Source: an optimization exercise on an open RTL-to-GDS flow (aim: small area, a short achievable clock period and few clock cycles per item). Production flows keep margins and buffers that such runs may drop. Where RTL was checked, it was by simulation tests only, not by an equivalence proof against the original. Function not checked in run 8: the RTL went through the layout flow alone. Power is estimated from default activity; no workload was simulated.

<file path="flow/run.sh">
#!/bin/bash
# Standard ORFS layout, with timing repair asked to leave extra setup
# slack (the clock and constraints are the design's own).
set -euo pipefail
export SETUP_SLACK_MARGIN=${MARGIN:-6.5}
bash standard.sh > standard.log 2>&1 || { tail -50 standard.log; exit 1; }
</file>
<file path="standard.sh">
#!/bin/bash
# synth_recipe.tcl (not shown) runs the flow's synth.tcl, then flattens the netlist and writes it again
# the make line also repeats each setting of config.mk as NAME=value (left out here)
make -C /OpenROAD-flow-scripts/flow DESIGN_CONFIG=/design/flow/config.mk WORK_HOME=/design/flow/orfs CLKGATE_MAP_FILE= SYNTH_SCRIPT=/design/flow/synth_recipe.tcl "${@:-finish}"
</file>
<file path="config.mk">
export PLATFORM = sky130hd
export DESIGN_NAME = feq_recip
export DESIGN_NICKNAME = feq_recip
export VERILOG_FILES = /design/flow/design.v
export SDC_FILE = /design/flow/constraint.sdc
export NUM_CORES = 4
export LEC_CHECK = 0
export CAP_MARGIN = 20
export CORE_MARGIN = 2
export CORE_UTILIZATION = 40
export SLEW_MARGIN = 20
export SYNTH_HIERARCHICAL = 0
</file>
<file path="constraint.sdc">
create_clock -name core_clock -period 12.0 [get_ports {clk}]
set_input_delay 2.4000 -clock core_clock [delete_from_list [all_inputs] [get_ports {clk}]]
set_output_delay 2.4000 -clock core_clock [all_outputs]
set_load 0.01 [all_outputs]
</file>
<file path="design.v">
module feq_recip (
    input  wire        clk,
    input  wire        rst,         
    input  wire        in_valid,
    output wire        in_ready,
    input  wire [15:0] a_raw,       
    input  wire [15:0] b_raw,       
    output reg         out_valid,
    input  wire        out_ready,
    output wire [31:0] out_re,      
    output wire [31:0] out_im,      
    output reg  [3:0]  out_sh,      
    output reg         out_dead
);
    reg         s1_busy;
    reg         s1_prep;            
    reg  [3:0]  s1_cnt;             
    reg         sqm;                
    reg         dead1;
    reg  [3:0]  hp;                 
    reg         e2_r, ez_r;         
    reg  [15:0] as_r, bs_r;
    reg  [31:0] sq_r;               
    reg  [2:0]  ca, cb;             
    wire   s1_load;
    assign in_ready = s1_load;
    wire s1_fin = (s1_cnt == 4'd9);
    wire a_small = (a_raw[15:1] == 15'd0) | (a_raw == 16'hFFFF);
    wire b_small = (b_raw[15:1] == 15'd0) | (b_raw == 16'hFFFF);
    wire red2 = (as_r[15] == as_r[14]) & (bs_r[15] == bs_r[14]);
    wire red3 = ((as_r[15:13] == 3'b000) | (as_r[15:13] == 3'b111)) &
                ((bs_r[15:13] == 3'b000) | (bs_r[15:13] == 3'b111));
    wire red5 = ((as_r[15:11] == 5'b00000) | (as_r[15:11] == 5'b11111)) &
                ((bs_r[15:11] == 5'b00000) | (bs_r[15:11] == 5'b11111));
    wire normed = dead1 | ~red2;
    wire [2:0]  kn = s1_prep ? s1_cnt[2:0] + 3'd1 : 3'd0;
    wire [16:0] ax = {as_r, 1'b0};
    wire [16:0] bx = {bs_r, 1'b0};
    reg  [2:0]  wa, wb;
    always @* begin
        case (kn)
            3'd0: begin wa = ax[16:14]; wb = bx[16:14]; end
            3'd1: begin wa = ax[14:12]; wb = bx[14:12]; end
            3'd2: begin wa = ax[12:10]; wb = bx[12:10]; end
            3'd3: begin wa = ax[10:8];  wb = bx[10:8];  end
            3'd4: begin wa = ax[8:6];   wb = bx[8:6];   end
            3'd5: begin wa = ax[6:4];   wb = bx[6:4];   end
            3'd6: begin wa = ax[4:2];   wb = bx[4:2];   end
            default: begin wa = ax[2:0]; wb = bx[2:0]; end
        endcase
    end
    function [2:0] booth_dec;       
        input [2:0] dg;
        begin
            booth_dec = {dg[1] ^ dg[0], (dg == 3'b011) | (dg == 3'b100),
                         dg[2] & ~(dg[1] & dg[0])};
        end
    endfunction
    function [32:0] booth_sq;       
        input [2:0]  c;
        input [31:0] x;
        input        en;
        reg [31:0] m;
        reg        neg;
        begin
            neg = en & c[0];
            m   = (en & c[2]) ? x : (en & c[1]) ? {x[30:0], 1'b0} : 32'd0;
            booth_sq = {neg, neg ? ~m : m};
        end
    endfunction
    wire [32:0] ta = booth_sq(ca, {{16{as_r[15]}}, as_r}, sqm);
    wire [32:0] tb = booth_sq(cb, {{16{bs_r[15]}}, bs_r}, sqm);
    wire [31:0] sq4 = (s1_cnt[2:0] == 3'd0) ? 32'd0 : {sq_r[29:0], 2'b00};
    wire [32:0] op_x = sqm ? {1'b0, sq4 | {30'd0, ta[32] & tb[32], ta[32] ^ tb[32]}}
                           : {1'b0, sq_r};
    wire [32:0] op_y = sqm ? {1'b0, ta[31:0]} : {sq_r, 1'b0};
    wire [32:0] op_z = {1'b0, tb[31:0]};
    wire [32:0] cs_s = op_x ^ op_y ^ op_z;
    wire [32:0] cs_c = (op_x & op_y) | (op_x & op_z) | (op_y & op_z);
    wire [32:0] s1_sum;
    wire        s1_co;
    pfx_add #(.W(33)) u_s1 (.a(cs_s), .b({cs_c[31:0], 1'b0}), .ci(1'b0), .s(s1_sum), .co(s1_co));
    wire        e0  = sq_r[31] | sq_r[30];
    wire [31:0] dnn = e0 ? sq_r : sq_r[29] ? {sq_r[30:0], 1'b0} : {sq_r[29:0], 2'b00};
    reg         s2_busy;
    reg  [3:0]  s2_cnt;
    reg  [31:0] dn_r;               
    reg  [32:0] d3_r;               
    reg  [31:0] rem_r;              
    reg  [28:0] q_r;                
    reg  [16:0] a2_r, b2_r;
    reg  [3:0]  sh2;
    reg         dead2;
    reg         s3_busy;
    reg  [3:0]  s3_cnt;
    wire s3_free = ~s3_busy | (s3_cnt == 4'd8);
    wire s2_last = s2_busy & (s2_cnt == 4'd14);
    wire s2_go   = s2_busy & (~s2_last | s3_free);
    wire s2_pass = s2_last & s3_free;
    wire s2_free = ~s2_busy | s2_pass;
    wire handoff = s1_busy & s1_fin & s2_free;
    assign s1_load = ~s1_busy | handoff;   
    reg  [1:0] bd;
    always @* begin
        case (s2_cnt)
            4'd0:  bd = dn_r[29:28];
            4'd1:  bd = dn_r[27:26];
            4'd2:  bd = dn_r[25:24];
            4'd3:  bd = dn_r[23:22];
            4'd4:  bd = dn_r[21:20];
            4'd5:  bd = dn_r[19:18];
            4'd6:  bd = dn_r[17:16];
            4'd7:  bd = dn_r[15:14];
            4'd8:  bd = dn_r[13:12];
            4'd9:  bd = dn_r[11:10];
            4'd10: bd = dn_r[9:8];
            4'd11: bd = dn_r[7:6];
            4'd12: bd = dn_r[5:4];
            4'd13: bd = dn_r[3:2];
            default: bd = dn_r[1:0];
        endcase
    end
    wire [34:0] y   = {1'b0, rem_r, bd};
    wire [34:0] t1, t2, t3;
    wire        c1, c2, c3;
    pfx_add #(.W(35)) u_t1 (.a(y), .b(~{2'b00, dn_r, 1'b0}), .ci(1'b1), .s(t1), .co(c1));
    pfx_add #(.W(35)) u_t2 (.a(y), .b(~{1'b0, dn_r, 2'b00}), .ci(1'b1), .s(t2), .co(c2));
    pfx_add #(.W(35)) u_t3 (.a(y), .b(~{1'b0, d3_r, 1'b0}), .ci(1'b1), .s(t3), .co(c3));
    wire [1:0]  dg  = ~t3[34] ? 2'd3 : ~t2[34] ? 2'd2 : ~t1[34] ? 2'd1 : 2'd0;
    wire [31:0] rem_n = ~t3[34] ? t3[31:0] : ~t2[34] ? t2[31:0] :
                        ~t1[34] ? t1[31:0] : y[31:0];
    wire [30:0] q_fin = {q_r, dg};
    reg  [30:0] q3;
    reg  [16:0] a3, b3;             
    reg         ap, bp;             
    reg  [33:0] vr, vi;             
    reg         zr, zi;             
    reg  [2:0]  hr, hi;             
    reg  [3:0]  sh3;
    reg         dead3;
    wire s3_go = s3_busy & ((s3_cnt != 4'd0) | ~out_valid | out_ready);
    function [34:0] booth_q;        
        input [2:0]  dg;
        input [30:0] x;
        input        flip;          
        reg one, two, neg;
        reg [33:0] m;
        begin
            one = dg[1] ^ dg[0];
            two = (dg == 3'b011) | (dg == 3'b100);
            neg = (dg[2] & ~(dg[1] & dg[0])) ^ (flip & (one | two));
            m   = one ? {3'b000, x} : two ? {2'b00, x, 1'b0} : 34'd0;
            booth_q = {neg, neg ? ~m : m};
        end
    endfunction
    wire [34:0] tr = booth_q({a3[1:0], ap}, q3, 1'b0);
    wire [34:0] ti = booth_q({b3[1:0], bp}, q3, 1'b1);
    wire [33:0] vr0 = (s3_cnt == 4'd0) ? 34'h0_0000_4000 : vr;
    wire [33:0] vi0 = (s3_cnt == 4'd0) ? 34'h0_0000_4000 : vi;
    wire [33:0] sr, si;
    wire        cr, ci;
    pfx_add #(.W(34)) u_sr (.a(vr0), .b(tr[33:0]), .ci(tr[34]), .s(sr), .co(cr));
    pfx_add #(.W(34)) u_si (.a(vi0), .b(ti[33:0]), .ci(ti[34]), .s(si), .co(ci));
    assign out_re = {vr[28:0], hr[2], hr[1], hr[0] & ~zr};
    assign out_im = {vi[28:0], hi[2], hi[1], hi[0] & ~zi};
    always @(posedge clk) begin
        if (rst)
            s1_busy <= 1'b0;
        else if (s1_load)
            s1_busy <= in_valid;
        if (s1_load) begin
            as_r    <= a_raw;
            bs_r    <= b_raw;
            dead1   <= a_small & b_small;
            hp      <= 4'd0;
            s1_cnt  <= 4'd0;
            s1_prep <= 1'b0;
            sqm     <= 1'b0;
        end else if (~normed) begin
            if (red5) begin
                as_r <= {as_r[11:0], 4'd0};
                bs_r <= {bs_r[11:0], 4'd0};
                hp   <= hp + 4'd4;
            end else if (red3) begin
                as_r <= {as_r[13:0], 2'd0};
                bs_r <= {bs_r[13:0], 2'd0};
                hp   <= hp + 4'd2;
            end else begin
                as_r <= {as_r[14:0], 1'b0};
                bs_r <= {bs_r[14:0], 1'b0};
                hp   <= hp + 4'd1;
            end
        end else if (~s1_prep) begin
            s1_prep <= 1'b1;
            sqm     <= 1'b1;
        end else if (sqm) begin
            sq_r   <= s1_sum[31:0];
            s1_cnt <= s1_cnt + 4'd1;
            sqm    <= (s1_cnt != 4'd7);
        end else if (~s1_fin) begin
            sq_r   <= dnn;
            e2_r   <= ~e0 & ~sq_r[29];
            ez_r   <= ~e0;
            s1_cnt <= 4'd9;
        end
        ca <= booth_dec(wa);
        cb <= booth_dec(wb);
        if (rst)
            s2_busy <= 1'b0;
        else if (handoff)
            s2_busy <= 1'b1;
        else if (s2_pass)
            s2_busy <= 1'b0;
        if (handoff) begin
            dn_r   <= sq_r;
            d3_r   <= s1_sum;
            rem_r  <= (dnn == 32'h4000_0000) ? 32'd1 : {30'h2000_0000, dnn[31:30]};
            q_r    <= {28'd0, dnn == 32'h4000_0000};
            s2_cnt <= 4'd0;
            a2_r   <= dead1 ? 17'd0 : e2_r ? {as_r, 1'b0} : {as_r[15], as_r};
            b2_r   <= dead1 ? 17'd0 : e2_r ? {bs_r, 1'b0} : {bs_r[15], bs_r};
            sh2    <= dead1 ? 4'd0 : hp + {3'd0, ez_r};
            dead2  <= dead1;
        end else if (s2_go & ~s2_last) begin
            rem_r  <= rem_n;
            q_r    <= {q_r[26:0], dg};
            s2_cnt <= s2_cnt + 4'd1;
        end
        if (rst)
            s3_busy <= 1'b0;
        else if (s2_pass)
            s3_busy <= 1'b1;
        else if (s3_busy & (s3_cnt == 4'd8))
            s3_busy <= 1'b0;
        if (s2_pass) begin
            q3     <= q_fin;
            a3     <= a2_r;
            b3     <= b2_r;
            ap     <= 1'b0;
            bp     <= 1'b0;
            sh3    <= sh2;
            dead3  <= dead2;
            s3_cnt <= 4'd0;
        end else if (s3_go) begin
            a3     <= {a3[16], a3[16], a3[16:2]};
            b3     <= {b3[16], b3[16], b3[16:2]};
            ap     <= a3[1];
            bp     <= b3[1];
            s3_cnt <= s3_cnt + 4'd1;
        end
        if (s3_go) begin
            vr <= {sr[33], sr[33], sr[33:2]};
            vi <= {si[33], si[33], si[33:2]};
            case (s3_cnt)
                4'd0: begin
                    zr <= (sr[1:0] == 2'b00);
                    zi <= (si[1:0] == 2'b00);
                    out_sh   <= sh3;
                    out_dead <= dead3;
                end
                4'd7: begin
                    zr <= zr & ~sr[0];
                    zi <= zi & ~si[0];
                    hr[0] <= sr[1];
                    hi[0] <= si[1];
                end
                4'd8: begin
                    hr[2:1] <= sr[1:0];
                    hi[2:1] <= si[1:0];
                end
                default: begin
                    zr <= zr & (sr[1:0] == 2'b00);
                    zi <= zi & (si[1:0] == 2'b00);
                end
            endcase
        end
        if (rst)
            out_valid <= 1'b0;
        else if (s3_go & (s3_cnt == 4'd8))
            out_valid <= 1'b1;
        else if (out_ready)
            out_valid <= 1'b0;
    end
endmodule
module pfx_add #(parameter W = 32, parameter L = 6) (    
    input  wire [W-1:0] a,
    input  wire [W-1:0] b,
    input  wire         ci,
    output wire [W-1:0] s,
    output wire         co
);
    wire [W:0] G [0:L];
    wire [W:0] P [0:L];
    assign G[0] = {a & b, ci};
    assign P[0] = {a ^ b, 1'b0};
    genvar l, i;
    generate
        for (l = 0; l < L; l = l + 1) begin : lv
            for (i = 0; i <= W; i = i + 1) begin : bt
                if ((i >> l) & 1) begin : cmb
                    localparam integer J = ((i >> l) << l) - 1;
                    assign G[l+1][i] = G[l][i] | (P[l][i] & G[l][J]);
                    assign P[l+1][i] = P[l][i] & P[l][J];
                end else begin : pas
                    assign G[l+1][i] = G[l][i];
                    assign P[l+1][i] = P[l][i];
                end
            end
        end
    endgenerate
    assign s  = P[0][W:1] ^ G[L][W-1:0];
    assign co = G[L][W];
endmodule
</file>
==> results of run 1 <==
## worst max-delay path: cells and delay by family, from the launching register on
kind | cells | cell delay [ns]
adder cells (fa/ha/maj) | 1 | 0.21
buffers and inverters | 4 | 0.70
flip-flops | 1 | 0.39
AND/OR/NAND/NOR | 7 | 0.84
## logic make-up (layout without fill, tap and decap cells)
group                    after synthesis  after routing  share of synthesized area
AND/OR/NAND/NOR                      973            973                     0.1471
AO/OA/AOI/OAI                        775            775                     0.1672
buffers and inverters                426            424                    0.06243
flip-flops                           409            409                     0.3882
adder cells (fa/ha/maj)              270            270                     0.1260
XOR/XNOR                             246            246                    0.07148
multiplexers                         111            111                    0.03752
## layout make-up
| type | count | area (um^2) |
|---|---|---|
| sequential | 409 | 11720 |
| timing repair buffer | 143 | 1401 |
| multi-input combinational | 2375 | 16630 |
| tap | 969 | 1212 |
| inverter | 191 | 733.2 |
| clock buffer | 57 | 1245 |
| clock inverter | 33 | 387.9 |
| fill | 7268 | 41240 |
## cell usage after synthesis, drive strengths merged (76+ instances only)
cell    instances  share of area
nand2         430          0.054
edfxtp        351           0.35
o21ai         227          0.038
nor2          219          0.027
ha            214          0.089
a21oi         189          0.032
inv           188          0.023
xnor2         173          0.050
clkbuf        142          0.018
mux2i          95          0.032
buf            93          0.021
a21o           76          0.019
## final timing paths
path                            slack, ns  startpoint  cells past startpoint         to
worst max-delay path                 6.83   s3_cnt[0]                     12   in_ready
worst min-delay path                 0.42       dead2                      0      dead3
worst max register to register       6.87   s2_cnt[0]                     19  rem_r[31]
worst min register to register       0.42       dead2                      0      dead3
## flip-flops by register name, indices dropped and copies added, names as in the netlist, 16 cells and up
signal and cells:
q_r 29, q3 31, a2_r 17, rem_r 32, dn_r 32, vi 32, b3 17, bs_r 16
a3 17, b2_r 17, sq_r 32, vr 32, d3_r 33, as_r 16
## through the flow
| stage | instances | hold slack (ns) | total power, mW | setup slack [ns] | util |
|---|---|---|---|---|---|
| after floorplan | 3210 | 0.4003 | 3.138 | 6.782 | - |
| after global placement | 4078 | 0.4048 | 3.582 | 6.354 | 0.4225 |
| after detailed placement | 4078 | 0.4062 | 3.604 | 6.292 | 0.4225 |
| after CTS | 4169 | 0.4243 | 5.145 | 6.329 | 0.4451 |
| after global routing | 4177 | 0.4308 | 5.451 | 6.455 | 0.4469 |
| final | 4177 | 0.4226 | 5.133 | 6.829 | 0.4469 |
## layer usage
layer,vias up,part of all wire,GRT usage
met4,2,0.024,0.05624
met5,-,0.00015,0
met2,558,0.46,0.3219
met3,114,0.049,0.02476
met1,10850,0.47,0.2774
li1,11230,-,-
## report_power, final
part	switching [mW]	leakage (nW)	internal, mW
Clock	0.626	0.790	0.898
Sequential	0.177	3.75	1.71
Combinational	1.01	8.85	0.715
Total	1.81	13.4	3.32
## timing repair
item,in CTS,in global routing
pin swaps,0,0
hold endpoints to repair,0,0
hold buffers,0,0
setup endpoints to repair,6,24
setup buffers,0,7
gates cloned,1,0
gates resized for setup,6,17
==> results.toml, run 1 <==
[grt]
grt_pass1_vias = 22010
gr-total-overflow = 0
antenna_found_initial = 1
grt_max_degree = 92
grtUsageTotal = 0.1981
grt_pass1_wl_um = 123400

[clocking]
clock_latency_ns = 0.60
cts_buffers = 48
clock_tree.root_cell = "clkbuf_16"
cts.sinks = 409
clkTransAtPathRegs_ns = 0.06
cts_tree = "done"
htree_levels = 2
clock_path_buffers = 3

[route]
dr.pass1.iters = 5
drt_iter0_markers = 1747
postRouteAntennaNets = 0
drcViolationCount = 0
wl_per_cell_um = 18.58
num_vias = 22760
wl_um = 77600
vias_per_cell = 5.448

[floorplan]
die_area_um2 = 77570
coreArea_um2 = 74570
fp.dieW_um = 278.5
row_count = 100
ios = 107
initial_utilization = 0.4042
die_h_um = 278.5

[placement]
port_buffers = 106
hpwl_um = 56070
place_congestion = 0.8717
post_dp_cell_area_um2 = 31510

[critical_path]
endpoint_kind = "primary output"
crit_path_start_kind = "flip-flop"
slowest_stage = "dfxtp_1"
path_class = "reg2out"
worstPathRequired_ns = 9.60
critPathMaxStageDelay_ns = 0.39
cp_common_cell = "nand2_1"
path_cells = "inv_1 > ha_1 > nor2b_1 > nand2_1 > nand2_1 > nand2b_1 > nand2_1 > nand3_1 > buf_6 > nand2_2 > buf_12 > dlymetal6s2s_1"
crit_fanout = 37
arrival_ns = 2.77

[yosys]
ys_async_sr_fraction = 0
synth_nets = 3516
synth_edf_count = 351
synthesis.area_um2 = 30140
postSynthAreaPerCell_um2 = 9.391
synth_cells = 3210
synth_flop_cell = "edfxtp_1"
ys_seq_area_frac = 0.3882
synth_cell_types = 100
ys_ff_latch = 409
yosysWarnings = 4

[run_status]
outcome = "finished clean"

[sta]
finalCriticalPeriod_ns = 5.171
drv_slew = 0
slew_headroom = 0.3278
fmax_mhz = 193.4
period_share = 0.4309
setup_viol = 0
final_hold_viol_count = 0
rsz0062_at_grt = "yes"
worst_slew_pin_slew_ns = 1.008
setup-tns-final_ns = 0
finClkSkew_ns = 0.02595

[finish]
diodes = 0
final_cell_mix = "426 x nand2_1, 351 x edfxtp_1, 219 x o21ai_0"
mostFrequentLayoutCell = "nand2_1"
synthToLayoutAreaGrowth_pct = 10.57
finalNetCount = 3474
final_layout_size_suffix_gt1_frac = 0.06297
stdcell_area_um2 = 33330

[pwr]
ir_drop_mv = 0.1029
power_leakage_nw = 13.39
power_density_nw_per_um2 = 154.0

[run]
max_cap_viol_count = 0

[worst_hold_path]
hold_path_class = "reg2reg"
Testbench counts, summed over its fixed seeds: cycles 36,196, items 2,400.
==> inputs of run 2 (changes only) <==
--- a/flow/run.sh
+++ b/flow/run.sh
@@ -4,3 +4,3 @@
 set -euo pipefail
-export SETUP_SLACK_MARGIN=${MARGIN:-6.5}
+export SETUP_SLACK_MARGIN=${MARGIN:-7.5}
 bash standard.sh > standard.log 2>&1 || { tail -50 standard.log; exit 1; }
==> run 2 against run 1 <==
Against the previous run: still clean; clock skew rose by 0.016 ns; sequential share of layout area fell by 1.7 points; cell area rose by 5.5%; non-clock buffer count rose by 119; first-iteration DRC count rose by 12%; final cell count rose by 2.9%; critical path type unchanged; largest power group is now combinational cells.
==> results.toml, run 2 <==
[critical_path]
reg2reg_depth = 19
startpoint = "s2_cnt[0]"
critPathMaxStageDelay_ns = 0.37
crit_path_start_kind = "flip-flop"
regToRegStartpoint = "sqm"
r2r_slack_ns = 7.54
crit_end = "in_ready"
endpoint_kind = "primary output"
path_cells = "inv_4 > ha_4 > nand4_1 > nand2b_4 > buf_12 > nand2_4 > nand3_4 > buf_12 > nand2_8 > buf_12 > buf_6"
path_class = "reg2out"
reg2reg_to = "sq_r[31]"
crit_fanout = 6
cp_common_cell = "buf_12"
slowest_stage = "dfxtp_4"
arrival_ns = 2.27
worstPathRequired_ns = 9.60

[yosys]
yosysTopAreaCell = "edfxtp_1"
synth_nets = 3516
synthesis.area_um2 = 30140
synth_flop_cell = "edfxtp_1"
synth_edf_count = 351
ys_ff_latch = 409
synth_area_leaders = "edfxtp_1 35%, ha_1 8.9%, nand2_1 5.3%"
ys_async_sr_fraction = 0
synth_commonest_cells = "428 x nand2_1, 351 x edfxtp_1, 219 x o21ai_0"
yosysWarnings = 4
postSynthAreaPerCell_um2 = 9.391
synth.top_cell.area_share = 0.3497
synth.most_common_cell = "nand2_1"
synth_cell_types = 100
synth_cells = 3210
ys_seq_area_frac = 0.3882

[clocking]
cts_tree = "done"
cts.sinks = 409
clock_latency_ns = 0.63
cts_buffers = 49
htree_levels = 2
clock_path_buffers = 3
hold_buffers = 0
clkTransAtPathRegs_ns = 0.06
clock_tree.root_cell = "clkbuf_16"

[pwr]
comb_power_share = 0.374
p_int_mw = 3.550
power_leakage_nw = 14.23
ir_drop_mv = 0.1057
swShare = 0.3527
seqPwrFrac = 0.335
power_density_nw_per_um2 = 156.0
clockPowerShare = 0.292
power_switching_mw = 1.934

[finish]
final_cell_mix = "418 x nand2_1, 351 x edfxtp_1, 213 x nor2_1"
fillers = 7072
fin_cells = 4300
final_layout_size_suffix_gt1_frac = 0.1207
finalNetCount = 3597
diodes = 0
largest_reg_flops = 33
mostFrequentLayoutCell = "nand2_1"
synthToLayoutAreaGrowth_pct = 16.64
largest-register = "d3_r"

[placement]
place_inst = 4079
hpwl_um = 56660
port_buffers = 106
place_congestion = 0.8921

[grt]
grt_pass1_wl_um = 130600
grt_pass1_vias = 22950
grt_max_degree = 107
antenna_found_initial = 0
gr-total-overflow = 0
grtUsageTotal = 0.2110

[floorplan]
row_count = 100
die_h_um = 278.5
fp.dieW_um = 278.5
coreArea_um2 = 74570
ios = 107
die_area_um2 = 77570
initial_utilization = 0.4042

[route]
num_vias = 23700
wl_um = 83420
m1WireLength_um = 37930
dr.pass1.iters = 5
postRouteAntennaNets = 0
vias_per_cell = 5.512
top_layer_used = "met4"
drcViolationCount = 0
wl_per_cell_um = 19.40
wl_met2_um = 38970
route.met3.wl_um = 4477
drt_iter0_markers = 1948

[worst_hold_path]
hold_path_class = "reg2reg"
hp-start = "dead3"

[sta]
period_share = 0.3892
setup-tns-final_ns = 0
worst_slew_pin_slew_ns = 0.9476
finalCriticalPeriod_ns = 4.671
setup_viol = 0
fmax_mhz = 214.1
drv_slew = 0
finClkSkew_ns = 0.04197
rsz0062_at_grt = "yes"
final_hold_viol_count = 0
slew_headroom = 0.3683

[run]
max_cap_viol_count = 0

[run_status]
outcome = "finished clean"
==> run 2: cell counts after synthesis <==
Identical to the previous run, type by type.
==> run 2: final cells by class <==
class	count	area (um^2)	area share
Clock inverter	24	322.8	0.009182
Sequential cell	409	11750	0.3342
Inverter	191	743.2	0.02114
Tap cell	969	1212	0.03448
Timing Repair Buffer	262	2555	0.07267
Multi-Input combinational cell	2377	17130	0.4873
Clock buffer	67	1438	0.04089
Timing Repair inverter	1	7.507	0.0002135
==> run 2: worst min path at each step <==
stage          slack, ns  cells past startpoint         to
2_1_floorplan       0.40                      0      dead3
3_3_place_gp        0.40                      0  out_sh[0]
3_5_place_dp        0.40                      0  out_sh[3]
4_1_cts             0.40                      0   out_dead
5_1_grt             0.42                      0   out_dead
6_report            0.41                      0   out_dead
==> run 2: cell families (layout without fill, tap and decap cells) <==
family,Yosys count,after routing,synth area share
and+or+nand+nor,973,975,0.1471
xor gates and xnor gates,246,246,0.07148
AOI/OAI and AO/OA,775,775,0.1672
adders and majority gates,270,270,0.1260
DFF,409,409,0.3882
buffers and inverters,426,545,0.06243
muxes,111,111,0.03752
==> run 2: routing by layer <==
| layer | vias to the layer above | GRT usage |
|---|---|---|
| met5 | - | 0 |
| met4 | 0 | 0.05652 |
| met3 | 132 | 0.02821 |
| met2 | 686 | 0.3493 |
| met1 | 11400 | 0.2901 |
| li1 | 11480 | - |
==> run 2: through the flow <==
step | hold slack [ns] | total power, mW | util | cell area [um^2] | setup WS, ns
after global placement | 0.4014 | 3.581 | 0.4227 | 31520 | 6.257
after global routing | 0.4196 | 5.802 | 0.4715 | 35160 | 7.239
after floorplan | 0.4003 | 3.156 | - | 30250 | 7.467
after detailed placement | 0.4045 | 3.599 | 0.4227 | 31520 | 6.226
after CTS | 0.3989 | 5.348 | 0.4616 | 34420 | 7.329
final | 0.4057 | 5.484 | 0.4715 | 35160 | 7.329
==> run 2: critical path: cells and delay by family, from the launching register on <==
kind                     cells  cell delay (ns)
AND/OR/NAND/NOR              5             0.56
adder cells (fa/ha/maj)      1             0.13
buffers and inverters        5             0.56
flip-flops                   1             0.37
==> run 2: power groups by stage <==
| stage | Sequential (mW) | Clock (mW) | Combinational [mW] |
|---|---|---|---|
| 2_1_floorplan | 1.77 | 0 | 1.39 |
| 3_3_place_gp | 1.91 | 0 | 1.67 |
| 3_5_place_dp | 1.91 | 0 | 1.68 |
| 4_1_cts | 1.85 | 1.63 | 1.87 |
| 5_1_grt | 1.84 | 1.68 | 2.28 |
| 6_report | 1.83 | 1.60 | 2.05 |
==> run 2: timing repair <==
action	in CTS	in global routing
buffers inserted	67	54
pin swaps	32	39
endpoints found under the hold margin	0	0
resized for setup	118	64
gates cloned	8	1
setup endpoints to repair	137	49
==> inputs of run 3 (changes only) <==
--- a/flow/run.sh
+++ b/flow/run.sh
@@ -4,3 +4,3 @@
 set -euo pipefail
-export SETUP_SLACK_MARGIN=${MARGIN:-7.5}
+export SETUP_SLACK_MARGIN=${MARGIN:-8}
 bash standard.sh > standard.log 2>&1 || { tail -50 standard.log; exit 1; }
==> run 3 against run 2 <==
Against the previous run: still clean; synthesized cell count unchanged; cell area up 6.1%; sequential power about the same; area after synthesis unchanged; sequential share of layout area down 1.9 points; total power up 7.6%; highest routed layer unchanged.
==> results.toml, run 3 <==
[clocking]
clock_tree.root_cell = "clkbuf_16"
cts_tree = "done"
clock_path_buffers = 3
cts_buffers = 48
clock_latency_ns = 0.62
clkTransAtPathRegs_ns = 0.06
cts.sinks = 409
htree_levels = 2
hold_buffers = 0

[route]
wl_per_cell_um = 19.57
num_vias = 24160
dr.pass1.iters = 5
wl_um = 86110
drt_iter0_markers = 1963
drcViolationCount = 0
postRouteAntennaNets = 0
vias_per_cell = 5.492

[critical_path]
startpoint = "s3_cnt[2]"
cp_common_cell = "nand2_2"
path_class = "reg2out"
endpoint_kind = "primary output"
reg2reg_to = "sq_r[31]"
crit_path_start_kind = "flip-flop"
critPathMaxStageDelay_ns = 0.67
reg2reg_depth = 19
slowest_stage = "dfxtp_1"
regToRegStartpoint = "sqm"
path_cells = "nor2b_4 > nand2_2 > nand2_2 > nand2b_4 > buf_12 > nand2_4 > nand3_4 > nand2_8 > buf_6"
worstPathRequired_ns = 9.60
arrival_ns = 2.14
crit_end = "in_ready"
worst-path-buf-inv = 2
cp_top_family = "flip-flops"
path_depth = 9
r2r_slack_ns = 7.49
crit_fanout = 9

[pwr]
ir_drop_mv = 0.1082
power.total_mw = 5.900
power_density_nw_per_um2 = 158.1
power_leakage_nw = 15.03

[sta]
setup-tns-final_ns = 0
slew_headroom = 0.3872
setup_viol = 0
worst_slew_pin_slew_ns = 0.9127
whs_ns = 0.3727
final_hold_viol_count = 0
fmax_mhz = 220.1
rsz0062_at_grt = "yes"
drv_slew = 0
finalCriticalPeriod_ns = 4.544
period_share = 0.3787
finClkSkew_ns = 0.06872

[finish]
fillers = 6731
largest_reg_flops = 33
largest-register = "d3_r"
synthToLayoutAreaGrowth_pct = 23.77
final_cell_mix = "411 x nand2_1, 351 x edfxtp_1, 202 x nor2_1"
final_layout_size_suffix_gt1_frac = 0.1903
mostFrequentLayoutCell = "nand2_1"
fin_cells = 4400
finalNetCount = 3697
diodes = 0

[run_status]
outcome = "finished clean"

[yosys]
synth_area_leaders = "edfxtp_1 35%, ha_1 8.9%, nand2_1 5.3%"
yosysTopAreaCell = "edfxtp_1"
yosysWarnings = 4
ys_ff_latch = 409
synth_edf_count = 351
synth.most_common_cell = "nand2_1"
postSynthAreaPerCell_um2 = 9.391
synthesis.area_um2 = 30140
ys_async_sr_fraction = 0
synth_nets = 3516
synth.top_cell.area_share = 0.3497
synth_cell_types = 100
synth_cells = 3210
synth_flop_cell = "edfxtp_1"
ys_seq_area_frac = 0.3882
synth_commonest_cells = "428 x nand2_1, 351 x edfxtp_1, 219 x o21ai_0"

[placement]
place_inst = 4076
hpwl_um = 55920
port_buffers = 106
place_congestion = 0.8828

[worst_hold_path]
hold_path_class = "reg2reg"

[floorplan]
initial_utilization = 0.4042
coreArea_um2 = 74570
fp.dieW_um = 278.5
ios = 107
row_count = 100
die_h_um = 278.5
die_area_um2 = 77570

[grt]
grt_max_degree = 88
gr-total-overflow = 0
grt_pass1_wl_um = 131000
grtUsageTotal = 0.2124
antenna_found_initial = 2
grt_pass1_vias = 22920

[run]
max_cap_viol_count = 0
[run 3: final cells by class]
cell class,count,area (um^2),share of cell area
inverters,191,788.3,0.02113
flip-flops and latches,409,11760,0.3151
repair inverters,4,36.28,0.0009725
well taps,969,1212,0.03250
clock buffers,58,1269,0.03401
repair buffers,353,3626,0.09719
clock inverters,32,314.1,0.008417
multi-input cells,2384,18310,0.4907
[run 3: routing by layer]
| layer | routed length [um] | track usage | up-vias |
|---|---|---|---|
| met5 | 0 | 0 | - |
| met4 | 2694 | 0.06245 | 0 |
| met3 | 4633 | 0.02560 | 156 |
| met2 | 38910 | 0.3388 | 751 |
| met1 | 39880 | 0.3023 | 11550 |
| li1 | - | - | 11700 |
[run 3: report_power, final]
part | switching, mW | internal, mW
registers | 0.101 | 1.71
logic | 1.38 | 1.24
clock network | 0.639 | 0.829
[run 3: worst min-delay path by stage]
stage               startpoint   endpoint  slack [ns]  cells after the start
CTS                     sh3[0]  out_sh[0]        0.37                      0
floorplan                dead2      dead3        0.40                      0
finish                  sh3[0]  out_sh[0]        0.37                      0
global route            sh3[0]  out_sh[0]        0.38                      0
global placement        sh2[2]     sh3[2]        0.40                      0
detailed placement      sh3[2]  out_sh[2]        0.40                      0
[run 3: cell families (layout without fill, tap and decap cells)]
kind of cell,after synthesis,in the layout,share of synthesized area
AND/OR/NAND/NOR,973,982,0.1471
AO/OA/AOI/OAI,775,775,0.1672
buffers and inverters,426,638,0.06243
flip-flops,409,409,0.3882
adder cells (fa/ha/maj),270,270,0.1260
XOR/XNOR,246,246,0.07148
multiplexers,111,111,0.03752
[run 3: worst reg2reg max path: cells and delay by family, from the launching register on]
family	cells	cell delay, ns
adders and majority gates	5	1.71
AOI/OAI and AO/OA	6	1.12
and+or+nand+nor	6	0.76
DFF	1	0.38
muxes	1	0.26
buffers and inverters	1	0.04
[run 3: repair_timing]
item / in CTS / in global routing
pin swaps: 90 / 105
gates resized for setup: 243 / 197
setup endpoints to repair: 315 / 95
buffers inserted: 122 / 86
gates cloned: 16 / 10
[run 3: metrics by stage]
stage / util / instance area, um^2 / setup slack, ns
after CTS: 0.4764 / 35520 / 7.466
after global routing: 0.5003 / 37310 / 7.335
after floorplan: - / 30560 / 7.543
after global placement: 0.4254 / 31730 / 6.298
after detailed placement: 0.4254 / 31730 / 6.279
final: 0.5003 / 37310 / 7.456
==> inputs of run 4 (changes only) <==
--- a/flow/run.sh
+++ b/flow/run.sh
@@ -4,3 +4,3 @@
 set -euo pipefail
-export SETUP_SLACK_MARGIN=${MARGIN:-8}
+export SETUP_SLACK_MARGIN=${MARGIN:-7}
 bash standard.sh > standard.log 2>&1 || { tail -50 standard.log; exit 1; }
--- a/config.mk
+++ b/config.mk
@@ -9,3 +9,3 @@
 export CORE_MARGIN = 2
-export CORE_UTILIZATION = 40
+export CORE_UTILIZATION = 60
 export SLEW_MARGIN = 20
==> run 4 against run 3 <==
Against the previous run: core utilization grew 17 points; critical path depth rose by 3; register-to-register slack worse by 0.27 ns; area after synthesis is the same; global-route usage grew 9.1 points; clock-buffer cell count rose by 5; wire length down 6.0%; sequential cell count stayed put; first-iteration DRC count up 13%; sequential power rose by 4%; critical path type unchanged; critical endpoint unchanged; largest power group is now registers.
==> results.toml, run 4 <==
[floorplan]
die_area_um2 = 52050
initial_utilization = 0.6045
fp.dieW_um = 228.1
row_count = 82
coreArea_um2 = 49860
ios = 107
die_h_um = 228.1

[finish]
final_layout_size_suffix_gt1_frac = 0.07781
largest_reg_flops = 33
final_cell_mix = "421 x nand2_1, 351 x edfxtp_1, 219 x o21ai_0"
synthToLayoutAreaGrowth_pct = 10.90
stdcell_area_um2 = 33430
fillers = 4009
finalNetCount = 3493
diodes = 0
largest-register = "d3_r"
mostFrequentLayoutCell = "nand2_1"

[sta]
slew_headroom = 0.3326
setup-tns-final_ns = 0
setup_viol = 0
worst_slew_pin_slew_ns = 1.001
final_hold_viol_count = 0
fmax_mhz = 205.5
period_share = 0.4055
whs_ns = 0.4188
finalCriticalPeriod_ns = 4.866
drv_slew = 0
finClkSkew_ns = 0.03602
rsz0062_at_grt = "yes"

[yosys]
ys_async_sr_fraction = 0
synth_nets = 3516
synth_flop_cell = "edfxtp_1"
synthesis.area_um2 = 30140
ys_ff_latch = 409
synth.top_cell.area_share = 0.3497
synth_edf_count = 351
yosysTopAreaCell = "edfxtp_1"
postSynthAreaPerCell_um2 = 9.391
synth_area_leaders = "edfxtp_1 35%, ha_1 8.9%, nand2_1 5.3%"
synth_cells = 3210
yosysWarnings = 4
ys_seq_area_frac = 0.3882
synth_commonest_cells = "428 x nand2_1, 351 x edfxtp_1, 219 x o21ai_0"
synth_cell_types = 100
synth.most_common_cell = "nand2_1"

[clocking]
clock_latency_ns = 0.61
htree_levels = 2
cts_tree = "done"
hold_buffers = 0
cts.sinks = 409
cts_buffers = 47
clock_tree.root_cell = "clkbuf_16"
clkTransAtPathRegs_ns = 0.06
clock_path_buffers = 3

[placement]
port_buffers = 106
hpwl_um = 56880
place_congestion = 0.9172
post_dp_cell_area_um2 = 31120

[pwr]
power_switching_mw = 1.805
swShare = 0.3472
comb_power_share = 0.334
power_leakage_nw = 13.60
clockPowerShare = 0.304
power_density_nw_per_um2 = 155.5
p_int_mw = 3.395
ir_drop_mv = 0.1598
seqPwrFrac = 0.362

[route]
num_vias = 23690
vias_per_cell = 6.077
wl_um = 80980
dr.pass1.iters = 6
drt_iter0_markers = 2221
postRouteAntennaNets = 0
wl_per_cell_um = 20.78
drcViolationCount = 0

[grt]
grt_pass1_vias = 22710
use_met1 = 0.4286
grtUsageTotal = 0.3032
top_usage_layer = "met2"
gr-total-overflow = 0
met3_usage = 0.04438
grt_max_degree = 92
grt_pass1_wl_um = 125900
antenna_found_initial = 0
grt_use_met2 = 0.4839

[worst_hold_path]
hold_path_class = "reg2reg"

[critical_path]
r2r_slack_ns = 7.22
crit_path_start_kind = "flip-flop"
path_class = "reg2out"
endpoint_kind = "primary output"
crit_fanout = 19
worstPathRequired_ns = 9.60
arrival_ns = 2.47

[run]
max_cap_viol_count = 0

[run_status]
outcome = "finished clean"
[run 4: cell counts after synthesis]
No cell type changed its count.
[run 4: logic make-up (layout without fill, tap and decap cells)]
| kind of cell | after synthesis | in the layout | synth area share |
|---|---|---|---|
| buf+inv | 426 | 441 | 0.06243 |
| flops | 409 | 409 | 0.3882 |
| compound gates | 775 | 776 | 0.1672 |
| mux | 111 | 111 | 0.03752 |
| simple gates | 973 | 973 | 0.1471 |
| xor+xnor | 246 | 246 | 0.07148 |
| fa+ha+maj | 270 | 270 | 0.1260 |
[run 4: final timing paths]
path,startpoint,endpoint,cells past startpoint
setup / recovery,s3_cnt[0],in_ready,12
hold / removal,sh3[2],out_sh[2],0
setup reg to reg,sqm,sq_r[31],19
hold reg to reg,sh3[2],out_sh[2],0
[run 4: what timing repair did]
action | in CTS | in global routing
pin swaps | 3 | 8
gates cloned | 5 | 0
buffers inserted | 13 | 11
endpoints found under the hold margin | 0 | 0
endpoints found under the setup margin | 100 | 41
resized for setup | 40 | 33
[run 4: final cells by class]
cell class / count / area, um^2 / area share
Clock buffer: 63 / 1351 / 0.04042
Clock inverter: 25 / 352.8 / 0.01055
Multi-Input combinational cell: 2376 / 16770 / 0.5017
Tap cell: 672 / 840.8 / 0.02515
Timing Repair Buffer: 161 / 1647 / 0.04925
Inverter: 191 / 730.7 / 0.02186
Sequential cell: 409 / 11730 / 0.3509
Timing Repair inverter: 1 / 5.005 / 0.0001497
[run 4: power by group through the flow]
stage / Clock [mW] / Sequential [mW] / Combinational (mW)
2_1_floorplan: 0 / 1.77 / 1.37
3_3_place_gp: 0 / 1.90 / 1.59
3_5_place_dp: 0 / 1.91 / 1.65
4_1_cts: 1.60 / 1.88 / 1.69
5_1_grt: 1.65 / 1.89 / 1.94
6_report: 1.58 / 1.88 / 1.74
[run 4: worst max-delay path: stages (launching register included)]
cell and delay (ns):
dfxtp_4 0.35, inv_1 0.05, ha_1 0.17, nor2b_4 0.16
nand2_2 0.09, nand2_2 0.11, nand2b_4 0.07, buf_12 0.15
nand2_1 0.10, nand3_2 0.10, nand2_2 0.11, buf_12 0.16
clkdlybuf4s15_2 0.23
[run 4: layer usage]
metal  part of all wire  up-vias  wire [um]
li1                   -    11290          -
met1               0.44    11380      35950
met2               0.45      887      36690
met3              0.074      130       5955
met4              0.029        0       2388
met5                  0        -          0
[run 4: stage by stage]
step | std cells | power, mW | setup WS (ns) | utilization
after CTS | 3885 | 5.164 | 7.008 | 0.6656
after detailed placement | 3779 | 3.558 | 5.894 | 0.6242
final | 3898 | 5.200 | 7.134 | 0.6705
after floorplan | 3210 | 3.138 | 7.041 | -
after global routing | 3898 | 5.486 | 6.966 | 0.6705
after global placement | 3779 | 3.491 | 6.044 | 0.6241
==> inputs of run 5 (changes only) <==
--- a/config.mk
+++ b/config.mk
@@ -9,3 +9,3 @@
 export CORE_MARGIN = 2
-export CORE_UTILIZATION = 60
+export CORE_UTILIZATION = 40
 export SLEW_MARGIN = 20
==> run 5 against run 4 <==
Against the previous run: still clean on timing, DRC and antenna; fmax is 0.59% higher; wire length down 2.0%; cell area increased by 1.2%; setup slack improved by 0.029 ns; sequential power is essentially flat; global-route usage decreased by 10 points; register-to-register slack improved by 0.05 ns; sequential share of layout area decreased by 0.45 points; sequential cell count did not move; first-iteration DRC count down 22%; clock-buffer cell count decreased by 6; critical path type unchanged; highest routed layer unchanged.
==> results.toml, run 5 <==
[run_status]
outcome = "finished clean"

[sta]
setup_viol = 0
period_share = 0.4031
finClkSkew_ns = 0.04469
setup-tns-final_ns = 0
finalCriticalPeriod_ns = 4.837
worst_slew_pin_slew_ns = 1.053
rsz0062_at_grt = "no"
fmax_mhz = 206.7
final_hold_viol_count = 0
slew_headroom = 0.2983
drv_slew = 0

[worst_hold_path]
min_path_cells = 0
hold_path_class = "reg2reg"
min_to = "sh3[0]"
hp-start = "sh2[0]"

[critical_path]
reg2reg_depth = 20
path_cells = "inv_1 > ha_1 > nor2b_2 > nand2_1 > nand2_1 > nand2b_4 > buf_12 > nand2_1 > nand3_1 > buf_12 > nand2_2 > clkbuf_2"
r2r_slack_ns = 7.27
crit_path_start_kind = "flip-flop"
slowest_stage = "dfxtp_1"
cp_common_cell = "nand2_1"
reg2reg_to = "sq_r[31]"
regToRegStartpoint = "sqm"
path_class = "reg2out"
path_depth = 12
cp_top_family = "simple AND/OR/NAND/NOR gates"
worst-path-buf-inv = 4
arrival_ns = 2.44
critPathMaxStageDelay_ns = 0.37
endpoint_kind = "primary output"
worstPathRequired_ns = 9.60
crit_fanout = 17

[finish]
final_cell_mix = "424 x nand2_1, 351 x edfxtp_1, 219 x o21ai_0"
seqCellArea_um2 = 11730
diodes = 0
final_layout_size_suffix_gt1_frac = 0.07813
finalNetCount = 3504
fillers = 7106
largest_reg_flops = 33
fin_cells = 4207
fin_util = 0.4539
largest-register = "d3_r"
mostFrequentLayoutCell = "nand2_1"
multi_input_area_um2 = 16710
synthToLayoutAreaGrowth_pct = 12.29

[yosys]
synth.most_common_cell = "nand2_1"
synth_commonest_cells = "428 x nand2_1, 351 x edfxtp_1, 219 x o21ai_0"
yosysWarnings = 4
ys_async_sr_fraction = 0
synth_flop_cell = "edfxtp_1"
synth_edf_count = 351
ys_ff_latch = 409
yosysTopAreaCell = "edfxtp_1"
synth_area_leaders = "edfxtp_1 35%, ha_1 8.9%, nand2_1 5.3%"
postSynthAreaPerCell_um2 = 9.391
ys_seq_area_frac = 0.3882
synth_cell_types = 100
synthesis.area_um2 = 30140
synth_cells = 3210
synth.top_cell.area_share = 0.3497
synth_nets = 3516

[route]
postRouteAntennaNets = 0
top_layer_used = "met4"
dr.pass1.iters = 6
drcViolationCount = 0
route.met3.wl_um = 3703
m1WireLength_um = 37020
drt_iter0_markers = 1722
num_vias = 23040
wl_um = 79330
vias_per_cell = 5.477
wl_per_cell_um = 18.86
wl_met2_um = 36280

[grt]
antenna_found_initial = 0
grt_pass1_vias = 21990
grtUsageTotal = 0.2005
gr-total-overflow = 0
grt_pass1_wl_um = 124200
grt_max_degree = 83

[clocking]
htree_levels = 2
clock_path_buffers = 3
cts.sinks = 409
clock_latency_ns = 0.63
cts_tree = "done"
cts_buffers = 49
clock_tree.root_cell = "clkbuf_16"
clkTransAtPathRegs_ns = 0.06

[floorplan]
die_h_um = 278.5
fp.dieW_um = 278.5
ios = 107
coreArea_um2 = 74570
initial_utilization = 0.4042
die_area_um2 = 77570
row_count = 100

[placement]
hpwl_um = 55980
port_buffers = 106
place_inst = 4082
place_congestion = 0.8904

[pwr]
power_leakage_nw = 13.62
ir_drop_mv = 0.1003
power_density_nw_per_um2 = 155.8

[run]
max_cap_viol_count = 0
run 5: cell counts after synthesis:
Identical to the previous run, type by type.
run 5: cell type report:
cell class	instances	area share
clock buffers	57	0.03711
clock inverters	34	0.01530
inverters	191	0.02166
multi-input cells	2375	0.4938
flip-flops and latches	409	0.3464
well taps	969	0.03582
repair buffers	171	0.04972
repair inverters	1	0.0001479
run 5: report_power, final:
group	switching, mW	internal [mW]	total, mW
Clock	0.652	0.996	1.65
Sequential	0.171	1.71	1.88
Combinational	1.01	0.738	1.74
Total	1.83	3.44	5.27
run 5: how the worst max path moves through the flow:
| stage | end | start | slack, ns |
|---|---|---|---|
| after CTS | in_ready | s3_cnt[0] | 6.74 |
| after floorplan | d3_r[32] | s1_cnt[0] | 7.04 |
| after detailed placement | vi[29] | b3[0] | 6.24 |
| final | in_ready | s3_cnt[1] | 7.16 |
| after global placement | vi[29] | b3[0] | 6.26 |
| after global routing | sq_r[31] | cb[0] | 6.97 |
run 5: logic make-up (layout without fill, tap and decap cells):
kind of cell	after synthesis	count (layout)	synth area share
xor+xnor	246	246	0.07148
buf+inv	426	454	0.06243
fa+ha+maj	270	270	0.1260
compound gates	775	775	0.1672
mux	111	111	0.03752
flops	409	409	0.3882
simple gates	973	973	0.1471
run 5: timing repair:
item | 4_1_cts | 5_1_grt
setup endpoints to repair | 79 | 41
resized for setup | 29 | 42
setup buffers | 8 | 22
cloned | 1 | 3
pin swaps | 1 | 12
hold buffers | 0 | 0
run 5: per-stage QoR:
| stage | cell area [um^2] | hold slack (ns) | power (mW) | setup slack (ns) |
|---|---|---|---|---|
| after floorplan | 30150 | 0.4003 | 3.138 | 7.041 |
| after global placement | 31540 | 0.4023 | 3.553 | 6.264 |
| after detailed placement | 31540 | 0.4045 | 3.577 | 6.241 |
| after CTS | 33480 | 0.3894 | 5.253 | 6.738 |
| after global routing | 33850 | 0.4069 | 5.592 | 6.974 |
| final | 33850 | 0.3953 | 5.274 | 7.163 |
run 5: worst reg2reg max path, stage by stage (launching register included):
cell and delay, ns:
dfxtp_4 0.39, buf_16 0.18, and2_1 0.15, ha_1 0.18, mux2_2 0.28, fa_1 0.54, ha_1 0.14, inv_1 0.04
fa_1 0.38, nor2b_1 0.15, o21ai_2 0.09, a2111oi_2 0.31, or2_4 0.20, a211o_1 0.18, nand4_1 0.13, a31oi_2 0.27
a21oi_2 0.10, o21bai_1 0.20, fa_1 0.44, nand2_1 0.08, nand2_1 0.04
run 5: metal layers:
| metal | vias up | GRT usage |
|---|---|---|
| met2 | 607 | 0.3260 |
| met4 | 0 | 0.06093 |
| met3 | 132 | 0.02107 |
| li1 | 11280 | - |
| met1 | 11020 | 0.2814 |
| met5 | - | 0 |
==> inputs of run 6 (changes only) <==
--- a/config.mk
+++ b/config.mk
@@ -10,2 +10,4 @@
 export CORE_UTILIZATION = 40
+export CTS_BUF_LIST = sky130_fd_sc_hd__clkbuf_4 sky130_fd_sc_hd__clkbuf_8
+export CTS_CLUSTER_SIZE = 30
 export SLEW_MARGIN = 20
==> run 6 against run 5 <==
Against the previous run: total power is 2.6% lower; wire length rose by 0.81%; combinational power about the same; die area stayed put; area after synthesis did not move; sequential share of layout area increased by 0.073 points; via count rose by 0.77%; cell area shrank 0.18%; sequential cell count stayed put.
==> results.toml, run 6 <==
[sta]
finClkSkew_ns = 0.07962
finalCriticalPeriod_ns = 4.991
worst_slew_pin_slew_ns = 1.069
setup-tns-final_ns = 0
fmax_mhz = 200.4
setup_viol = 0
slew_headroom = 0.2870
rsz0062_at_grt = "yes"
whs_ns = 0.4170
final_hold_viol_count = 0
drv_slew = 0
period_share = 0.4159

[floorplan]
initial_utilization = 0.4042
die_area_um2 = 77570
row_count = 100
fp.dieW_um = 278.5
coreArea_um2 = 74570
ios = 107
die_h_um = 278.5

[clocking]
clkTransAtPathRegs_ns = 0.06
cts_tree = "done"
htree_levels = 3
hold_buffers = 0
clock_tree.root_cell = "clkbuf_8"
clock_path_buffers = 3
cts.sinks = 409
clock_latency_ns = 0.72
cts_buffers = 77

[finish]
final_layout_size_suffix_gt1_frac = 0.09251
largest_reg_flops = 33
largest-register = "d3_r"
fin_cells = 4256
final_cell_mix = "424 x nand2_1, 351 x edfxtp_1, 219 x o21ai_0"
finalNetCount = 3534
mostFrequentLayoutCell = "nand2_1"
synthToLayoutAreaGrowth_pct = 12.09

[route]
postRouteAntennaNets = 0
wl_per_cell_um = 18.79
wl_um = 79970
vias_per_cell = 5.455
drt_iter0_markers = 1749
num_vias = 23220
dr.pass1.iters = 7
drcViolationCount = 0

[grt]
grt_max_degree = 83
grt_pass1_wl_um = 125200
grt_pass1_vias = 22350
gr-total-overflow = 0
grtUsageTotal = 0.2025
antenna_found_initial = 1

[worst_hold_path]
hp-start = "sh2[2]"
min_path_cells = 0
hold_path_class = "reg2reg"
min_to = "sh3[2]"

[yosys]
synthesis.area_um2 = 30140
synth.most_common_cell = "nand2_1"
synth_edf_count = 351
ys_async_sr_fraction = 0
synth_commonest_cells = "428 x nand2_1, 351 x edfxtp_1, 219 x o21ai_0"
synth_flop_cell = "edfxtp_1"
ys_ff_latch = 409
yosysTopAreaCell = "edfxtp_1"
yosysWarnings = 4
synth_cell_types = 100
postSynthAreaPerCell_um2 = 9.391
ys_seq_area_frac = 0.3882
synth_area_leaders = "edfxtp_1 35%, ha_1 8.9%, nand2_1 5.3%"
synth.top_cell.area_share = 0.3497
synth_cells = 3210
synth_nets = 3516

[critical_path]
path_cells = "inv_1 > ha_1 > nor2b_1 > nand2_1 > nand2_1 > nand2b_4 > buf_12 > nand2_1 > nand3_1 > buf_12 > nand2_2 > clkbuf_2"
crit_fanout = 17
reg2reg_depth = 19
reg2reg_to = "rem_r[31]"
slowest_stage = "dfxtp_1"
critPathMaxStageDelay_ns = 0.34
worstPathRequired_ns = 9.60
path_class = "reg2out"
regToRegStartpoint = "s2_cnt[0]"
r2r_slack_ns = 7.24
cp_common_cell = "nand2_1"
crit_path_start_kind = "flip-flop"
worst-path-buf-inv = 4
startpoint = "s3_cnt[0]"
arrival_ns = 2.59
cp_top_family = "simple AND/OR/NAND/NOR gates"
endpoint_kind = "primary output"

[placement]
place_inst = 4082
port_buffers = 106
hpwl_um = 55980
place_congestion = 0.8904

[pwr]
power_leakage_nw = 13.66
power_density_nw_per_um2 = 152.1
ir_drop_mv = 0.07593

[run]
max_cap_viol_count = 0

[run_status]
outcome = "finished clean"
[run 6: cell counts after synthesis]
Identical to the previous run, type by type.
[run 6: layer usage]
| metal | up-vias | wire [um] | global-route usage |
|---|---|---|---|
| li1 | 11370 | - | - |
| met1 | 11090 | 36950 | 0.2793 |
| met2 | 631 | 36710 | 0.3282 |
| met3 | 137 | 3992 | 0.02594 |
| met4 | 0 | 2318 | 0.06879 |
| met5 | - | 0 | 0 |
[run 6: worst max-delay path by stage]
stage / to / cells past startpoint
final: in_ready / 12
after global routing: in_ready / 12
after CTS: in_ready / 10
after detailed placement: vi[29] / 18
after global placement: vi[29] / 18
after floorplan: d3_r[32] / 21
[run 6: cell type report]
cell class | instances | area (um^2)
clock buffers | 96 | 1234
diodes | 1 | 2.502
fillers | 7164 | 40780
flip-flops and latches | 409 | 11730
well taps | 969 | 1212
clock inverters | 41 | 437.9
repair buffers | 172 | 1702
multi-input cells | 2376 | 16730
inverters | 191 | 733.2
repair inverters | 1 | 5.005
[run 6: worst reg2reg max path, cell delays in order (launching register included)]
cell,delay (ns)
dfxtp_2,0.37
inv_1,0.10
ha_2,0.26
a222oi_1,0.33
nor2_1,0.06
a31oi_1,0.15
nor2_1,0.07
nor4_2,0.30
a21oi_2,0.13
ha_1,0.32
o211ai_1,0.31
a21oi_2,0.15
o31ai_4,0.35
a2111oi_4,0.14
o31a_4,0.36
a31oi_4,0.22
o21ba_2,0.20
buf_12,0.17
nor2_2,0.14
a221o_1,0.35
[run 6: repair_timing]
action | CTS | global route
resized for setup | 38 | 36
pin swaps | 1 | 9
gates cloned | 2 | 3
setup endpoints to repair | 80 | 39
buffers inserted | 11 | 20
[run 6: through the flow]
stage | cell area (um^2) | total power [mW] | setup WS, ns | util
floorplan | 30150 | 3.138 | 7.041 | -
global placement | 31540 | 3.553 | 6.264 | 0.4229
detailed placement | 31540 | 3.577 | 6.241 | 0.4229
CTS | 33460 | 5.116 | 6.744 | 0.4487
global route | 33790 | 5.463 | 6.830 | 0.4531
finish | 33790 | 5.138 | 7.009 | 0.4531
[run 6: power by group]
group,total (mW),switching [mW],internal [mW]
combinational,1.75,1.01,0.742
clock,1.51,0.648,0.857
sequential,1.88,0.171,1.71
[run 6: cell families after synthesis]
| family | synth area share |
|---|---|
| fa+ha+maj | 0.1260 |
| buf+inv | 0.06243 |
| simple gates | 0.1471 |
| xor+xnor | 0.07148 |
| flops | 0.3882 |
| compound gates | 0.1672 |
| mux | 0.03752 |
==> inputs of run 7 (changes only) <==
==> run.sh (new file) <==
#!/bin/bash
# synth_recipe.tcl (not shown) runs the flow's synth.tcl, then flattens the netlist and writes it again
# the make line also repeats each setting of config.mk as NAME=value (left out here)
make -C /OpenROAD-flow-scripts/flow DESIGN_CONFIG=/design/flow/config.mk WORK_HOME=/design/flow/orfs CLKGATE_MAP_FILE= SYNTH_SCRIPT=/design/flow/synth_recipe.tcl finish
--- a/config.mk
+++ b/config.mk
@@ -10,4 +10,3 @@
 export CORE_UTILIZATION = 40
-export CTS_BUF_LIST = sky130_fd_sc_hd__clkbuf_4 sky130_fd_sc_hd__clkbuf_8
-export CTS_CLUSTER_SIZE = 30
+export SETUP_SLACK_MARGIN = 5
 export SLEW_MARGIN = 20
removed: flow/run.sh
removed: standard.sh
==> run 7 against run 6 <==
Against the previous run: critical endpoint unchanged; highest routed layer unchanged; clock power barely moved; critical path depth fell by 4; worst hold slack improved by 0.0047 ns; combinational power fell by 3%; non-clock buffer count fell by 37; clock skew fell by 0.052 ns; sequential share of layout area rose by 0.57 points; sequential cell count did not move; die area did not move; critical path type unchanged.
==> results.toml, run 7 <==
[finish]
finalNetCount = 3466
mostFrequentLayoutCell = "nand2_1"
largest_reg_flops = 33
stdcell_area_um2 = 33170
final_cell_mix = "427 x nand2_1, 351 x edfxtp_1, 219 x o21ai_0"
fin_cells = 4169
seqCellArea_um2 = 11710
multi_input_area_um2 = 16610
largest-register = "d3_r"
final_layout_size_suffix_gt1_frac = 0.05688
diodes = 0
fillers = 7277
fin_util = 0.4448
synthToLayoutAreaGrowth_pct = 10.03

[sta]
finClkSkew_ns = 0.02729
setup_viol = 0
setup-tns-final_ns = 0
drv_slew = 0
period_share = 0.5041
fmax_mhz = 165.3
fin_ws_ns = 5.951
worst_slew_pin_slew_ns = 1.010
finalCriticalPeriod_ns = 6.049
final_hold_viol_count = 0
rsz0062_at_grt = "no"
slew_headroom = 0.3266

[floorplan]
coreArea_um2 = 74570
initial_utilization = 0.4042
die_h_um = 278.5
fp.dieW_um = 278.5
die_area_um2 = 77570
ios = 107
row_count = 100

[clocking]
cts-resized-gates = 0
clock_tree.root_cell = "clkbuf_16"
clkTransAtPathRegs_ns = 0.06
htree_levels = 2
cts.sinks = 409
cts_buffers = 48
hold_buffers = 0
clock_latency_ns = 0.60
postCtsSetupBuffers = 0
clock_path_buffers = 3
cts_tree = "done"

[yosys]
synth_cell_types = 100
synth_commonest_cells = "428 x nand2_1, 351 x edfxtp_1, 219 x o21ai_0"
postSynthAreaPerCell_um2 = 9.391
synth_flop_cell = "edfxtp_1"
synth_nets = 3516
ys_async_sr_fraction = 0
ys_ff_latch = 409
ys_seq_area_frac = 0.3882
synth_edf_count = 351
yosysWarnings = 4
synth_cells = 3210
synth.top_cell.area_share = 0.3497
yosysTopAreaCell = "edfxtp_1"
synthesis.area_um2 = 30140
synth_area_leaders = "edfxtp_1 35%, ha_1 8.9%, nand2_1 5.3%"
synth.most_common_cell = "nand2_1"

[run_status]
outcome = "finished clean"

[critical_path]
arrival_ns = 3.65
worstPathRequired_ns = 9.60
crit_fanout = 73
crit_path_start_kind = "flip-flop"
endpoint_kind = "primary output"
path_class = "reg2out"

[pwr]
comb_power_share = 0.334
clockPowerShare = 0.298
power_density_nw_per_um2 = 154.1
power_switching_mw = 1.803
seqPwrFrac = 0.368
power_leakage_nw = 13.32
p_int_mw = 3.307
swShare = 0.3529
ir_drop_mv = 0.1024

[route]
num_vias = 22710
wl_per_cell_um = 18.45
vias_per_cell = 5.447
postRouteAntennaNets = 0
wl_um = 76910
drcViolationCount = 0
drt_iter0_markers = 1719
dr.pass1.iters = 6

[grt]
grt_max_degree = 92
grt_pass1_vias = 21940
grt_pass1_wl_um = 122800
antenna_found_initial = 0
gr-total-overflow = 0
grtUsageTotal = 0.1970

[placement]
place_inst = 4078
hpwl_um = 56070
port_buffers = 106
post_dp_cell_area_um2 = 31510
dpl_worst_slack_ns = 6.292
place_congestion = 0.8717

[worst_hold_path]
hold_path_class = "reg2reg"

[run]
max_cap_viol_count = 0
==> run 7: cell counts after synthesis <==
Identical to the previous run, type by type.
==> run 7: cell type report <==
class / instances / share of cell area
well taps: 969 / 0.03655
multi-input cells: 2375 / 0.5008
inverters: 191 / 0.02177
flip-flops and latches: 409 / 0.3529
clock buffers: 57 / 0.03754
repair buffers: 135 / 0.03878
clock inverters: 33 / 0.01169
==> run 7: layer usage <==
layer,vias to the layer above,global-route usage,routed length [um]
met3,113,0.02359,3588
met2,523,0.3207,35550
met5,-,0,0
met1,10860,0.2761,35890
li1,11220,-,-
met4,0,0.05556,1873
==> run 7: final timing paths <==
kind              from        to  slack [ns]  cells past startpoint
min              dead2     dead3        0.42                      0
max          s1_cnt[0]  in_ready        5.95                      8
min reg2reg      dead2     dead3        0.42                      0
max reg2reg  s1_cnt[0]  d3_r[32]        6.23                     20
==> run 7: cell families after synthesis <==
family / Yosys count / synth area share
AO/OA/AOI/OAI: 775 / 0.1672
buffers and inverters: 426 / 0.06243
AND/OR/NAND/NOR: 973 / 0.1471
XOR/XNOR: 246 / 0.07148
flip-flops: 409 / 0.3882
adder cells (fa/ha/maj): 270 / 0.1260
multiplexers: 111 / 0.03752
==> run 7: worst max-delay path, stage by stage (launching register included) <==
cell and delay [ns]:
dfxtp_1 0.78, ha_1 0.26, nand2_1 0.07, nor2_1 0.22, nand3_1 0.11, buf_4 0.24
nand2_2 0.09, buf_4 0.52, clkdlybuf4s50_1 0.69
==> run 7: metrics by stage <==
stage | power, mW | hold WS [ns]
final | 5.110 | 0.4218
after global routing | 5.433 | 0.4308
after CTS | 5.142 | 0.4243
after detailed placement | 3.604 | 0.4062
after global placement | 3.582 | 0.4048
after floorplan | 3.138 | 0.4003
==> run 7: power groups by stage <==
stage / Clock [mW] / Combinational (mW) / Sequential [mW]
2_1_floorplan: 0 / 1.37 / 1.77
4_1_cts: 1.56 / 1.71 / 1.88
3_5_place_dp: 0 / 1.70 / 1.91
6_report: 1.52 / 1.70 / 1.88
5_1_grt: 1.61 / 1.93 / 1.90
3_3_place_gp: 0 / 1.68 / 1.91
==> inputs of run 8 (changes only) <==
--- a/design.v
+++ b/design.v
@@ -284,3 +284,3 @@
 endmodule
-module pfx_add #(parameter W = 32, parameter L = 6) (    
+module pfx_add #(parameter W = 32) (
     input  wire [W-1:0] a,
@@ -291,2 +291,3 @@
 );
+    localparam L = $clog2(W + 1);
     wire [W:0] G [0:L];
==> run 8 against run 7 <==
Against the previous run: clock skew is the same; non-clock buffer count did not move; core utilization unchanged; area after synthesis unchanged; register-to-register slack about the same; still clean; critical path type unchanged; fmax did not move; die area unchanged.
==> results.toml, run 8 <==
[run_status]
outcome = "finished clean"

[critical_path]
cp_common_cell = "buf_4"
arrival_ns = 3.65
crit_fanout = 73
startpoint = "s1_cnt[0]"
reg2reg_depth = 20
path_cells = "ha_1 > nand2_1 > nor2_1 > nand3_1 > buf_4 > nand2_2 > buf_4 > clkdlybuf4s50_1"
regToRegStartpoint = "s1_cnt[0]"
slowest_stage = "dfxtp_1"
crit_path_start_kind = "flip-flop"
worstPathRequired_ns = 9.60
endpoint_kind = "primary output"
critPathMaxStageDelay_ns = 0.78
r2r_slack_ns = 6.23
reg2reg_to = "d3_r[32]"
crit_end = "in_ready"
path_class = "reg2out"

[finish]
final_cell_mix = "427 x nand2_1, 351 x edfxtp_1, 219 x o21ai_0"
fin_util = 0.4448
mostFrequentLayoutCell = "nand2_1"
finalNetCount = 3466
diodes = 0
final_layout_size_suffix_gt1_frac = 0.05688
synthToLayoutAreaGrowth_pct = 10.03
fin_cells = 4169
largest_reg_flops = 33
largest-register = "d3_r"
stdcell_area_um2 = 33170

[yosys]
synth_commonest_cells = "428 x nand2_1, 351 x edfxtp_1, 219 x o21ai_0"
synth_flop_cell = "edfxtp_1"
synth.most_common_cell = "nand2_1"
ys_async_sr_fraction = 0
synth.top_cell.area_share = 0.3497
postSynthAreaPerCell_um2 = 9.391
synthesis.area_um2 = 30140
ys_ff_latch = 409
synth_cell_types = 100
synth_area_leaders = "edfxtp_1 35%, ha_1 8.9%, nand2_1 5.3%"
synth_edf_count = 351
synth_cells = 3210
yosysTopAreaCell = "edfxtp_1"
yosysWarnings = 4
synth_nets = 3516
ys_seq_area_frac = 0.3882

[clocking]
cts-resized-gates = 0
clock_tree.root_cell = "clkbuf_16"
htree_levels = 2
cts_tree = "done"
cts.sinks = 409
clkTransAtPathRegs_ns = 0.06
postCtsSetupBuffers = 0
clock_path_buffers = 3
clock_latency_ns = 0.60
hold_buffers = 0
cts_buffers = 48

[placement]
hpwl_um = 56070
dpl_worst_slack_ns = 6.292
post_dp_cell_area_um2 = 31510
place_congestion = 0.8717
port_buffers = 106
place_inst = 4078

[sta]
final_hold_viol_count = 0
drv_slew = 0
fmax_mhz = 165.3
fin_ws_ns = 5.951
worst_slew_pin_slew_ns = 1.010
slew_headroom = 0.3266
setup-tns-final_ns = 0
finClkSkew_ns = 0.02729
rsz0062_at_grt = "no"
setup_viol = 0
period_share = 0.5041
finalCriticalPeriod_ns = 6.049
whs_ns = 0.4218

[pwr]
power_leakage_nw = 13.32
power.total_mw = 5.110
power_density_nw_per_um2 = 154.1
ir_drop_mv = 0.1024

[grt]
gr-total-overflow = 0
antenna_found_initial = 0
grt_pass1_wl_um = 122800
grt_pass1_vias = 21940
grtUsageTotal = 0.1970
grt_max_degree = 92

[floorplan]
die_area_um2 = 77570
initial_utilization = 0.4042
ios = 107
fp.dieW_um = 278.5
die_h_um = 278.5
coreArea_um2 = 74570
row_count = 100

[route]
drcViolationCount = 0
dr.pass1.iters = 6
wl_per_cell_um = 18.45
drt_iter0_markers = 1719
wl_um = 76910
postRouteAntennaNets = 0
vias_per_cell = 5.447
num_vias = 22710

[run]
max_cap_viol_count = 0

[worst_hold_path]
hold_path_class = "reg2reg"
## run 8: cell families (layout without fill, tap and decap cells)
| family | Yosys count | in the layout | synth area share |
|---|---|---|---|
| AOI/OAI and AO/OA | 775 | 775 | 0.1672 |
| xor gates and xnor gates | 246 | 246 | 0.07148 |
| adders and majority gates | 270 | 270 | 0.1260 |
| buffers and inverters | 426 | 416 | 0.06243 |
| DFF | 409 | 409 | 0.3882 |
| muxes | 111 | 111 | 0.03752 |
| and+or+nand+nor | 973 | 973 | 0.1471 |
## run 8: area by class of cell
| class | count | area (um^2) |
|---|---|---|
| multi-input cells | 2375 | 16610 |
| flip-flops and latches | 409 | 11710 |
| well taps | 969 | 1212 |
| clock inverters | 33 | 387.9 |
| clock buffers | 57 | 1245 |
| fillers | 7277 | 41400 |
| repair buffers | 135 | 1286 |
| inverters | 191 | 721.9 |
## run 8: worst min path at each step
| stage | depth (start not counted) | endpoint | start | slack (ns) |
|---|---|---|---|---|
| 5_1_grt | 0 | dead3 | dead2 | 0.43 |
| 6_report | 0 | dead3 | dead2 | 0.42 |
| 4_1_cts | 0 | sh3[3] | sh2[3] | 0.42 |
| 3_5_place_dp | 0 | out_sh[0] | sh3[0] | 0.41 |
| 3_3_place_gp | 0 | sh3[1] | sh2[1] | 0.40 |
| 2_1_floorplan | 0 | dead3 | dead2 | 0.40 |
## run 8: where the power goes
| part | internal, mW | switching [mW] |
|---|---|---|
| Sequential | 1.71 | 0.177 |
| Combinational | 0.703 | 1.00 |
| Clock | 0.898 | 0.625 |
## run 8: layer usage
| metal | wire length (um) | part of all wire | track usage |
|---|---|---|---|
| met3 | 3588 | 0.047 | 0.02359 |
| met1 | 35890 | 0.47 | 0.2761 |
| met2 | 35550 | 0.46 | 0.3207 |
| met5 | 0 | 0 | 0 |
| met4 | 1873 | 0.024 | 0.05556 |
## run 8: worst max-delay path, delay by kind of cell, from the launching register on
kind / cells / cell delay (ns)
fa+ha+maj: 1 / 0.26
buf+inv: 3 / 1.45
flops: 1 / 0.78
simple gates: 4 / 0.49

Setup slack of run 8, layout unchanged: 5.951 ns with ideal ports, 5.886 ns with driving cells assumed (clock clkbuf_16, inputs buf_2), 6.226 ns with port delays also shifted by the 0.655 ns mid clock arrival.
